Background: an optimization exercise with open tools, aiming at small area and a short achievable clock period. Do not read the settings as production practice. At most, simulation tests tie the RTL to the original design; equivalence was not proved.

==> job 2440 <==
==> flow/design.v (excerpt) <==
module pst_rx (
    input  wire        clk,
    input  wire        rst,            
    input  wire        in_valid,       
    input  wire [65:0] in_data,        
    input  wire        inv_auto,       
    input  wire        restart,        
    input  wire        lockloss_clr,   
    output wire        blk_valid,
    output wire        blk_ctrl,
    output wire [63:0] blk_data,
    output wire        locked,
    output wire        rx_inv,
    output wire        inv_event,
    output wire [31:0] blkerr,
    output wire [15:0] lockloss,
    output wire        fr_sof,
    output wire        fr_valid,
    output wire [63:0] fr_data,
    output wire        fr_end,
    output wire        fr_good,
    output wire [15:0] frame_ok,
    output wire [15:0] frame_err
);
export LEC_CHECK = 0
export CAP_MARGIN = 20
export CORE_MARGIN = 2
export CORE_UTILIZATION = 55
export CTS_CLUSTER_DIAMETER = 100
export CTS_CLUSTER_SIZE = 22
export PLACE_DENSITY = 0.7
export SLEW_MARGIN = 20
create_clock -name core_clock -period 13.0 [get_ports {clk}]
standard.sh (not shown) runs the stock make flow with config.mk's settings and CLKGATE_MAP_FILE= SYNTH_SCRIPT=/design/flow/synth_recipe.tcl, a recipe that flattens the netlist after the stock synthesis.
==> flow/flow/run.sh <==
#!/bin/bash
# The standard ORFS layout (standard.sh, the standard flow's SDC and config), with:
# - synthesis by flow/lean_synth.tcl: the standard flow's synthesis script with an
#   area-oriented ABC mapping script (flow/lean.abc); same flip-flops/names;
set -euo pipefail
W=$(pwd)
export LEAN_ABC_SCRIPT="$W/flow/lean.abc"
mapfile -t ARGS < <(grep -v '^#' flow/make_args.txt | sed '/^$/d')
bash standard.sh "SYNTH_SCRIPT=$W/flow/lean_synth.tcl" "${ARGS[@]}" finish > standard_flow.log 2>&1
==> flow/flow/lean.abc <==
&get -n
&st
&dch
&nf -R 25 -p
&put
topo
stime -c
==> flow/flow/lean_synth.tcl <==
# The standard flow's synthesis script (synth_recipe.tcl) with one change: ABC maps the
# logic with flow/lean.abc (area-oriented mapping, no buffering or upsizing)
# instead of ORFS's speed script; the layout's timing repair sizes the gates.
# Flip-flops, yosys synth -nofsm -noshare, flattening and renaming as the standard flow's.
proc synth {args} { yosys synth -nofsm -noshare {*}$args }
proc abc {args} {
  set i [lsearch -exact $args -script]
  if {$i >= 0} { set args [lreplace $args [expr {$i+1}] [expr {$i+1}] $::env(LEAN_ABC_SCRIPT)] }
  yosys abc {*}$args
}
source $::env(SCRIPTS_DIR)/synth.tcl
# left out here: clear keep_hierarchy, flatten, clean up, hide names made inside functions, write 1_2_yosys.v
==> flow/flow/make_args.txt <==
SETUP_SLACK_MARGIN=8.3
TNS_END_PERCENT=0
BUFFER_PORTS_ARGS=-buffer_cell sky130_fd_sc_hd__buf_1
==> job 7380: changes against job 2440 <==
--- a/flow/design.v
+++ b/flow/design.v
@@ -6,11 +6,11 @@
     input  wire        inv_auto,       
     input  wire        restart,        
     input  wire        lockloss_clr,   
     output reg         out_valid,      
     output reg         out_ctrl,       
-    output reg  [63:0] out_data,       
+    output wire [63:0] out_data,       
     output wire        locked,         
     output wire        rx_inv,         
     output wire        inv_event,      
     output reg  [31:0] blkerr,         
     output reg  [15:0] lockloss        
@@ -18,19 +18,28 @@
     reg  [65:0] prev_word;     
     reg  [6:0]  boundary;      
     reg  [5:0]  hunt_cnt;      
     reg  [63:0] err_hist;      
     reg  [3:0]  err_cnt;       
+    reg  [63:0] scr_blk;       
+    reg         scr_new;       
     reg  [57:0] scr_state;     
     reg         locked_q;      
     reg         rx_inv_q;      
     reg         inv_pend;      
     reg         inv_cand;      
     reg  [5:0]  inv_run_q;     
     reg  [1:0]  hdr_q;         
-    reg         hdr_inv;       
-    wire [63:0] cpl = ~out_data;
+    wire [121:0] scr_ext = {scr_blk, scr_state};
+    reg  [63:0]  payload;
+    integer j;
+    always @(*) begin
+        for (j = 0; j < 64; j = j + 1)
+            payload[j] = scr_ext[58 + j] ^ scr_ext[19 + j] ^ scr_ext[j];
+    end
+    assign out_data = payload;
+    wire [63:0] cpl = ~payload;
     wire is_train   = (cpl[7:0] == 8'h01) && (cpl[15:12] == 4'h0) &&
                       (cpl[63:16] == 48'h3C3C_3C3C_3C3C);
     wire is_losidle = (cpl[7:0] == 8'h02) && (cpl[8] == 1'b0);
     wire is_idle    = (cpl[7:0] == 8'h03) && (cpl[63:8] == 56'd0);
     wire is_cpl     = is_train || is_losidle || is_idle;
@@ -39,11 +48,11 @@
     assign locked    = locked_q & ~fire;
     assign rx_inv    = rx_inv_q | fire;
     wire [5:0] inv_run = !inv_pend ? inv_run_q :
                          (is_cpl && !fire) ? (inv_run_q == 6'd32 ? 6'd32 : inv_run_q + 6'd1) :
                          6'd0;
-    wire [65:0]  word    = in_data ^ {66{rx_inv_q}};
+    wire [65:0]  word    = in_data ^ {66{rx_inv}};
     wire [131:0] window  = {word, prev_word};
     wire [129:0] st7 = window[131:2];
     wire [129:0] st6;
     wire [97:0]  st5;
     wire [81:0]  st4;
@@ -76,43 +85,36 @@
         for (g = 0; g < 67; g = g + 1) begin : g_st0
             assign sh[g] = boundary[0] ? st1[g + 1] : st1[g];
         end
     endgenerate
     wire [63:0]  scrambled = sh[63:0];
-    wire [121:0] scr_ext = {scrambled, scr_state};
-    reg  [63:0]  payload;
-    integer j;
-    always @(*) begin
-        for (j = 0; j < 64; j = j + 1)
-            payload[j] = scr_ext[58 + j] ^ scr_ext[19 + j] ^ scr_ext[j];
-    end
     wire         b65 = (boundary == 7'd65);
-    wire         h0 = hdr_q[0] ^ hdr_inv;
-    wire         h1 = b65 ? (in_data[0] ^ rx_inv) : (hdr_q[1] ^ hdr_inv);
+    wire         h0 = hdr_q[0];
+    wire         h1 = b65 ? word[0] : hdr_q[1];
     wire         hdr_valid = h0 ^ h1;
     wire         hdr_data  = h1;           
     wire cut     = in_valid & ~restart;
     wire lk_cut  = cut & locked;
     wire slip    = cut & ~locked & ~hdr_valid;
     wire drop    = lk_cut & ~hdr_valid & (err_cnt == 4'd15) & ~err_hist[63];
     always @(posedge clk) begin
         if (in_valid)
             prev_word[65:2] <= word[65:2];
-        out_data <= payload;
-        if (in_valid)
-            scr_state <= scrambled[63:6];
+        scr_blk <= scrambled;
+        scr_new <= in_valid;
+        if (scr_new)
+            scr_state <= scr_blk[63:6];
         out_ctrl <= h0;
         if (cut)
             err_hist <= {err_hist[62:0], ~hdr_valid};
         if (!locked)
             err_cnt <= 4'd0;
         else if (cut)
             err_cnt <= err_cnt + {3'd0, ~hdr_valid} - {3'd0, err_hist[63]};
         if (rst) begin
             prev_word[1:0] <= 2'd0;
             hdr_q     <= 2'd0;
-            hdr_inv   <= 1'b0;
             boundary  <= 7'd0;
             hunt_cnt  <= 6'd0;
             out_valid <= 1'b0;
             locked_q  <= 1'b0;
             rx_inv_q  <= 1'b0;
@@ -122,11 +124,10 @@
             blkerr    <= 32'd0;
             lockloss  <= 16'd0;
         end else begin
             if (in_valid) begin
                 prev_word[1:0] <= word[1:0];
-                hdr_inv <= inv_event & ~rx_inv_q;
                 if (slip)
                     hdr_q <= b65 ? word[1:0] : sh[66:65];
                 else
                     hdr_q <= sh[65:64];
             end
==> flow/flow/run.sh (replaced) <==
#!/bin/bash
set -euo pipefail
MARGIN=$(cat flow/margin.txt)
bash standard.sh SETUP_SLACK_MARGIN="$MARGIN" finish > standard_flow.log 2>&1
==> flow/flow/margin.txt (new file) <==
8
Settings changed: CORE_UTILIZATION 55 to 40, CTS_CLUSTER_DIAMETER 100 to unset, CTS_CLUSTER_SIZE 22 to unset, PLACE_DENSITY 0.7 to 0.6.
removed: flow/flow/lean.abc
removed: flow/flow/lean_synth.tcl
removed: flow/flow/make_args.txt
==> job 2240: changes against job 2440 <==
==> flow/flow/lean.abc (replaced) <==
&get -n
&st
&dch
&nf
&put
topo
stime -c
Settings changed: CORE_UTILIZATION 55 to 40, CTS_CLUSTER_SIZE 22 to 28, PLACE_DENSITY 0.7 to 0.6.
==> notes <==
Job 2440 went through all stages and came out clean. Job 2240 completed with no timing, DRC or antenna violations. Job 7380 finished with timing, DRC and antenna clean.
Of job 7380 and job 2240, job 2240 has the higher setup slack (gap 0.73 ns).
The highest wire length belongs to job 7380, the lowest to job 2440.
Count of clock-buffer cells in the layout, lowest first: job 2240, job 2440, job 7380.
Maximum frequency: job 7380 < job 2440 < job 2240.
Core utilization: job 2240 < job 7380 < job 2440.
Clock skew, lowest first: job 2240, job 7380, job 2440.
Via count: job 7380 > job 2440 > job 2240.
Function not checked in job 7380: the RTL went through the layout flow alone.

==> what the ideal ports hide <==
No port has a modelled driver above. Below, the same layouts with a new extraction and two added sets of constraints.
Step 1 (the two cells are an assumption about what drives the block):
set clk [get_ports {clk}]
set_driving_cell -lib_cell sky130_fd_sc_hd__clkbuf_16 $clk
set_driving_cell -lib_cell sky130_fd_sc_hd__buf_2 [delete_from_list [all_inputs] $clk]
Step 2 also shifts input and output timing later by t, the mid clock arrival at the registers, as if the neighbouring blocks saw the same clock.
Three values: no drivers, after step 1, after step 2; two values: the first two.
run	t, ns	slack for setup (ns)	clock arrival spread, ns
job 2440	0.657	7.636 / 7.574 / 7.045	0.047 / 0.047
job 7380	0.710	7.117 / 7.050 / 7.350	0.044 / 0.043
job 2240	0.661	7.846 / 7.796 / 7.223	0.037 / 0.037
After both steps every run listed still meets setup and hold. The setup slack of job 2240, which loses most, moves by -0.050 ns with the drivers and by -0.623 ns with both steps.
